This is an optimization exercise on Yosys and OpenROAD, whose aim is small area, a short achievable clock period and few clock cycles, not a production implementation. In this exercise RTL edits were held to simulation tests only and were not proved equivalent to the original.

xenon:
==> flow/design.v (excerpt) <==
module skc_evidence_hash (
    input  wire         clk,
    input  wire         rst,             
    input  wire         gen_valid,
    output wire         gen_ready,
    input  wire [15:0]  gen_stream_id,
    input  wire [63:0]  gen_sequence,
    input  wire         in_valid,
    output wire         in_ready,
    input  wire [63:0]  in_data,
    input  wire         in_last,
    output reg          out_valid,
    output wire [255:0] out_chain
);
Size: roughly 6,500 cells after synthesis, roughly 74,000 sq um of cells after synthesis.
Settings: LEC_CHECK=0, CAP_MARGIN=20, CELL_PAD_IN_SITES_DETAIL_PLACEMENT=0, CELL_PAD_IN_SITES_GLOBAL_PLACEMENT=1, CORE_MARGIN=2, CORE_UTILIZATION=42, GPL_ROUTABILITY_DRIVEN=1, PLACE_DENSITY=0.6, SETUP_SLACK_MARGIN=5, SLEW_MARGIN=20; clock period 10.0 ns.
run.sh (not shown) runs the stock make flow with config.mk's settings and CLKGATE_MAP_FILE= SYNTH_SCRIPT=/design/flow/synth_recipe.tcl, a recipe that flattens the netlist after the stock synthesis.
Testbench counts of xenon, summed over its fixed seeds: cycles 201,783.
diff inputs: xenon => ember
--- a/flow/design.v
+++ b/flow/design.v
@@ -59,12 +59,13 @@
     reg        half;          
     reg        dd;            
     reg        pd;            
     reg        lastblk;       
     reg [12:0] nwords;        
     reg [31:0] w [0:15];      
+    reg [31:0] wx;            
     reg [31:0] hv [0:7];      
     reg [31:0] chain [0:7];   
     reg [31:0] va, vb, vc, vd, ve, vf, vg;
     reg [31:0] p;             
     reg [31:0] kr;            
     integer i;
@@ -148,15 +149,15 @@
     wire [63:0] t1  = csa(s1, chf, p);
     wire [63:0] te  = csa(t1[31:0], t1[63:32], vd);
     wire [63:0] ta1 = csa(t1[31:0], t1[63:32], s0);
     wire [63:0] ta  = csa(ta1[31:0], ta1[63:32], mj);
     wire [31:0] a_rnd = ta[31:0] + ta[63:32];
     wire [31:0] e_rnd = te[31:0] + te[63:32];
-    wire [63:0] tw1 = csa(ssig1(w[14]), w[9], ssig0(w[1]));
-    wire [63:0] tw  = csa(tw1[31:0], tw1[63:32], w[0]);
-    wire [31:0] w_new = tw[31:0] + tw[63:32];
+    wire [63:0] twx    = csa(w[10], ssig0(w[2]), w[1]);
+    wire [31:0] wx_nx  = twx[31:0] + twx[63:32];
+    wire [31:0] w_new  = ssig1(w[14]) + wx;
     wire [31:0] px = bnd ? hv[7] : vg;
     wire [63:0] tp   = csa(px, kr, w[0]);
     wire [31:0] p_nx = tp[31:0] + tp[63:32];
     wire        ldd    = (st == S_LOADD);
     wire [1:0]  hsel   = ldd ? ins[1:0] : bnd ? 2'd0 : ~rnd[1:0] + 2'd1;
     wire [31:0] ha_sel = hv[{1'b0, hsel}];
@@ -196,12 +197,13 @@
             vc <= bnd ? hv[2] : vb;
             ve <= bnd ? ff_e  : e_rnd;
             vf <= bnd ? hv[5] : ve;
             vg <= bnd ? hv[6] : vf;
         end
         if (w_sh) begin
+            wx <= wx_nx;
             for (i = 0; i < 15; i = i + 1)
                 w[i] <= w[i + 1];
             w[15] <= w_in;
         end
         if (st == S_LOAD || st == S_LOADG) begin
             for (i = 0; i < 8; i = i + 1)
## What came out
Across ember and xenon, the outcome is the same: a clean finish for every run.
Comparing number of global-route vias before repair for ember and xenon, the bigger number came from ember.
Measured against each other, ember and xenon differ in stage delay of the slowest cell on the critical path, the higher figure coming from xenon.
The higher multi-input gate area in the final layout came out of ember.
Fmax | ember vs xenon | ember slower
Per the comparison of ember with xenon, count of non-CTS buffers in the layout shrank by about 5.5%; routed metal-1 wire length saw an increase; total clock buffers created by CTS went up by 5.
Testbench counts of ember, summed over its fixed seeds: cycles 201,783.

## separate check: timing with driven ports
Ports are ideal in the flow. The routed layouts listed here were re-timed in OpenROAD.
Step 1, drivers: a clkbuf_16 drives clk and a buf_2 each remaining input, both assumed.
Step 2 moves the port delays by t, midway between the first and last clock arrival at a register: inputs arrive t later, outputs are due t later. That takes back most of the time a late clock gives input paths.
a / b / c = ideal / step 1 / step 2; a / b = the first two.
run | shift t [ns] | setup slack, ns | hold slack, ns | latest minus earliest clock arrival (ns) | slew at the worst register clock pin (ns)
xenon | 0.922 | 4.866 / 4.866 / 4.086 | 0.396 / 0.396 / 0.396 | 0.049 / 0.049 | 0.07 / 0.07
ember | 0.927 | 4.824 / 4.824 / 4.453 | 0.392 / 0.392 / 0.392 | 0.050 / 0.051 | 0.07 / 0.07
After both steps every run listed still meets setup and hold. The setup slack of xenon, which loses most, moves by 0.000 ns with the drivers and by -0.780 ns with both steps.
